Context: an optimization exercise on an open-source flow, tuned for small area, a short achievable clock period and few clock cycles per item. The choices shown serve that exercise and are no tape-out recipe. At most, simulation tests tie the RTL to the original design; equivalence was not proved.

// stripe_engine
module stripe_engine (
  input  wire        clk,
  input  wire        rst,
  input  wire        cmd_valid,
  output wire        cmd_ready,
  input  wire [1:0]  cmd_op,        
  input  wire [4:0]  cmd_dcount,    
  input  wire [21:0] cmd_miss,      
  input  wire        cmd_miss_p,    
  input  wire        cmd_miss_q,    
  input  wire        in_valid,
  output wire        in_ready,
  input  wire [63:0] in_data,
  output wire        res_valid,
  input  wire        res_ready,
  output reg  [2:0]  res_status,
  output reg  [4:0]  res_pos,
  output reg  [63:0] res_p,
  output reg  [63:0] res_q,
  output reg  [63:0] res_dx,
  output reg  [63:0] res_dy
);
  localparam ST_OK = 3'd0, ST_QBAD = 3'd1, ST_PBAD = 3'd2, ST_LOST = 3'd3, ST_DBAD = 3'd4;
  function automatic [7:0] gf_mul(input [7:0] a, input [7:0] b);
    reg [7:0] r, t;
    integer i;
    begin
      r = 8'h00;
      t = a;
      for (i = 0; i < 8; i = i + 1) begin
        if (b[i]) r = r ^ t;
        t = {t[6:0], 1'b0} ^ (t[7] ? 8'h1D : 8'h00);
      end
      gf_mul = r;
    end
  endfunction
  function automatic [7:0] gf_xtime(input [7:0] a);
    gf_xtime = {a[6:0], 1'b0} ^ (a[7] ? 8'h1D : 8'h00);
  endfunction
  function automatic [7:0] gf_xinv(input [7:0] a);
    gf_xinv = {1'b0, a[7:1]} ^ (a[0] ? 8'h8E : 8'h00);
  endfunction
  function automatic [7:0] g_pos(input [4:0] e);
    g_pos =
      (e == 5'd0) ? 8'h01 :
      (e == 5'd1) ? 8'h02 :
      (e == 5'd2) ? 8'h04 :
      (e == 5'd3) ? 8'h08 :
      (e == 5'd4) ? 8'h10 :
      (e == 5'd5) ? 8'h20 :
      (e == 5'd6) ? 8'h40 :
      (e == 5'd7) ? 8'h80 :
      (e == 5'd8) ? 8'h1D :
      (e == 5'd9) ? 8'h3A :
      (e == 5'd10) ? 8'h74 :
  ...
Size: ~3,200 cells after synthesis, about 370 I/O pins.
==> flow/config.mk <==
export PLATFORM = sky130hd
export DESIGN_NAME = stripe_engine
export DESIGN_NICKNAME = stripe_engine
export VERILOG_FILES = /design/flow/design.v
export SDC_FILE = /design/flow/constraint.sdc
export NUM_CORES = 4
export LEC_CHECK = 0
export CAP_MARGIN = 20
export CORE_MARGIN = 2
export CORE_UTILIZATION = 65
export CTS_CLUSTER_DIAMETER = 70
export CTS_CLUSTER_SIZE = 34
export PLACE_DENSITY = 0.75
export SLEW_MARGIN = 20
==> flow/constraint.sdc <==
create_clock -name core_clock -period 15.0 [get_ports {clk}]
set_input_delay 3.0000 -clock core_clock [delete_from_list [all_inputs] [get_ports {clk}]]
set_output_delay 3.0000 -clock core_clock [all_outputs]
set_load 0.01 [all_outputs]
standard.sh (not shown) runs the stock make flow with config.mk's settings and CLKGATE_MAP_FILE= SYNTH_SCRIPT=/design/flow/synth_recipe.tcl, a recipe that flattens the netlist after the stock synthesis.
==> flow/flow/run.sh <==
#!/bin/bash
# Standard ORFS layout with a tighter repair target and small port buffers.
set -euo pipefail
bash standard.sh SETUP_SLACK_MARGIN=10.6 \
  "BUFFER_PORTS_ARGS=-buffer_cell sky130_fd_sc_hd__buf_1" finish > orfs_make.log 2>&1
Rerun with:
CTS_CLUSTER_DIAMETER = 60   (was 70)
CTS_CLUSTER_SIZE = 28   (was 34)
What happened: The changed run completed with no timing, DRC or antenna violations; synthesized cell count is unchanged; register-to-register slack gets better by 0.04 ns; die area is unchanged; final area goes up by 0.54%; non-clock buffer count goes up by 5; global-route usage barely changes; core utilization goes up by 0.39 points.
Function was not checked in any run of this note: the RTL went through the layout flow alone.

========
Setup of run A:
Another version of the RTL of stripe_engine (not shown whole).
Size in the first run: ~3200 cells after synthesis, about 530 flip-flops, roughly 0.029 sq mm of cells after synthesis.
clock: 15.0 ns
lec_check: 0
cap_margin: 5
core_margin: 2
core_utilization: 65
cts_cluster_diameter: 60
cts_cluster_size: 28
place_density: 0.75
slew_margin: 5
Scripts as last shown in full above: flow/flow/run.sh
Testbench counts of run A, summed over its fixed seeds: cycles 37,082, items 1,920.
Input changes introduced in run B (baseline for comparison: run A):
Settings: SLEW_MARGIN now 20, was 5; SETUP_SLACK_MARGIN now 5, previously not set; CAP_MARGIN now 20, was 5.
==> flow/run.sh (new file) <==
#!/bin/bash
# synth_recipe.tcl (not shown) runs the flow's synth.tcl, then flattens the netlist and writes it again
# the make line also repeats each setting of config.mk as NAME=value (left out here)
make -C /OpenROAD-flow-scripts/flow DESIGN_CONFIG=/design/flow/config.mk WORK_HOME=/design/flow/orfs CLKGATE_MAP_FILE= SYNTH_SCRIPT=/design/flow/synth_recipe.tcl finish
removed: flow/flow/run.sh
removed: flow/standard.sh
Notes after the runs:
In summary, run B completed successfully, with a layout that passed the timing, design-rule and antenna checks. Against run A as the reference, run B delivers a higher final non-filler cell area. | filler-free cell count of the finished design | run B vs run A | 28 lower |. The clock skew reported for run B is greater than that of run A by 0.015 ns. Between run B and run A, the post-synthesis to final-layout area growth is lower for run A. Looking at routed length on met2, run B sits 970 um below run A. NOTE: critical path depth in run B exceeds that of run A. Run B ended with less proportion of layout cells with a drive suffix above 1 than run A. Going from run A to run B, clock-buffer cell count shrinks by 3. Number of logic inverters in the finished layout: run B vs run A identical. Post-placement cell area, run B and run A, higher one = run B.
The following lists how run C was set up differently from run B:
Settings: CTS_CLUSTER_SIZE removed (was 28); SETUP_SLACK_MARGIN removed (was 5); CTS_CLUSTER_DIAMETER removed (was 60).
==> flow/flow/run.sh (new file) <==
#!/bin/bash
# Standard ORFS layout with a tighter repair target and small port buffers.
set -euo pipefail
bash standard.sh SETUP_SLACK_MARGIN=10.6 \
  "BUFFER_PORTS_ARGS=-buffer_cell sky130_fd_sc_hd__buf_1" finish > orfs_make.log 2>&1
==> flow/standard.sh (new file) <==
#!/bin/bash
# synth_recipe.tcl (not shown) runs the flow's synth.tcl, then flattens the netlist and writes it again
# the make line also repeats each setting of config.mk as NAME=value (left out here)
make -C /OpenROAD-flow-scripts/flow DESIGN_CONFIG=/design/flow/config.mk WORK_HOME=/design/flow/orfs CLKGATE_MAP_FILE= SYNTH_SCRIPT=/design/flow/synth_recipe.tcl "${@:-finish}"
removed: flow/run.sh
Findings:
Going from run B to run C, total global-route track usage grows by 0.31 points.
Proportion of layout cells with a drive suffix above 1: run C > run B
Compared with run B, run C improves setup slack.
Between run B and run C, number of nets in the finished design is lower for run B, run C comes in above that.
Looking only at fmax, and setting everything else aside, the lower value of run B and run C goes to run B.
Input-level comparison between run D and run C:
Settings: CTS_CLUSTER_DIAMETER: unset -> 60; CELL_PAD_IN_SITES_DETAIL_PLACEMENT: unset -> 0; CELL_PAD_IN_SITES_GLOBAL_PLACEMENT: unset -> 0; CTS_CLUSTER_SIZE: unset -> 28.
Notes after the runs:
- Global-route track usage on met1 in run D vs run C: up 0.22 points
- Between run C and run D, clock transition at the register clock pins on the worst setup and hold paths after CTS increased.
- Going from run C to run D, setup slack down 0.0047 ns, cell count of the worst hold path flat.
- Run D: count of routing violations after the opening detailed-route iteration higher than run C
- On maximum VDD drop: between run C and run D, it ends up lower for run C.

-- static timing again, ports no longer ideal --
The flow's constraints put no driver on any port. The routed layouts listed below were extracted and timed again, unchanged, in two steps. Step 1 (the two cells are an assumption about what drives the block):
set clk [get_ports {clk}]
set_driving_cell -lib_cell sky130_fd_sc_hd__clkbuf_16 $clk
set_driving_cell -lib_cell sky130_fd_sc_hd__buf_2 [delete_from_list [all_inputs] $clk]
Step 2, shift: input delay + t, output delay - t, t = (earliest + latest rising clock arrival at the registers) / 2. This alone moves slack from input paths to output paths. Three values: ideal ports, drivers, drivers and shift; two values: the first two.
| run | t, ns | setup WS [ns] | hold WS [ns] | worst setup path at the end | worst slew at a driven data input, ns |
|---|---|---|---|---|---|
| the first run of note 1 | 0.639 | 10.590 / 10.530 / 10.113 | 0.487 / 0.487 / 0.487 | input to register | 0.09 |
| the second run of note 1 | 0.643 | 10.608 / 10.544 / 10.096 | 0.486 / 0.486 / 0.486 | input to register | 0.09 |
| run A | 0.642 | 10.613 / 10.556 / 10.108 | 0.465 / 0.465 / 0.465 | input to register | 0.07 |
| run B | 0.638 | 9.698 / 9.726 / 9.088 | 0.480 / 0.480 / 0.480 | input to register | 0.13 |
| run C | 0.665 | 10.607 / 10.547 / 10.077 | 0.468 / 0.468 / 0.468 | input to register | 0.09 |
| run D | 0.640 | 10.602 / 10.545 / 10.103 | 0.467 / 0.467 / 0.467 | input to register | 0.07 |
After both steps setup and hold are still met in every run listed. The setup slack of run B, which loses most, moves by +0.028 ns with the drivers and by -0.610 ns with both steps.
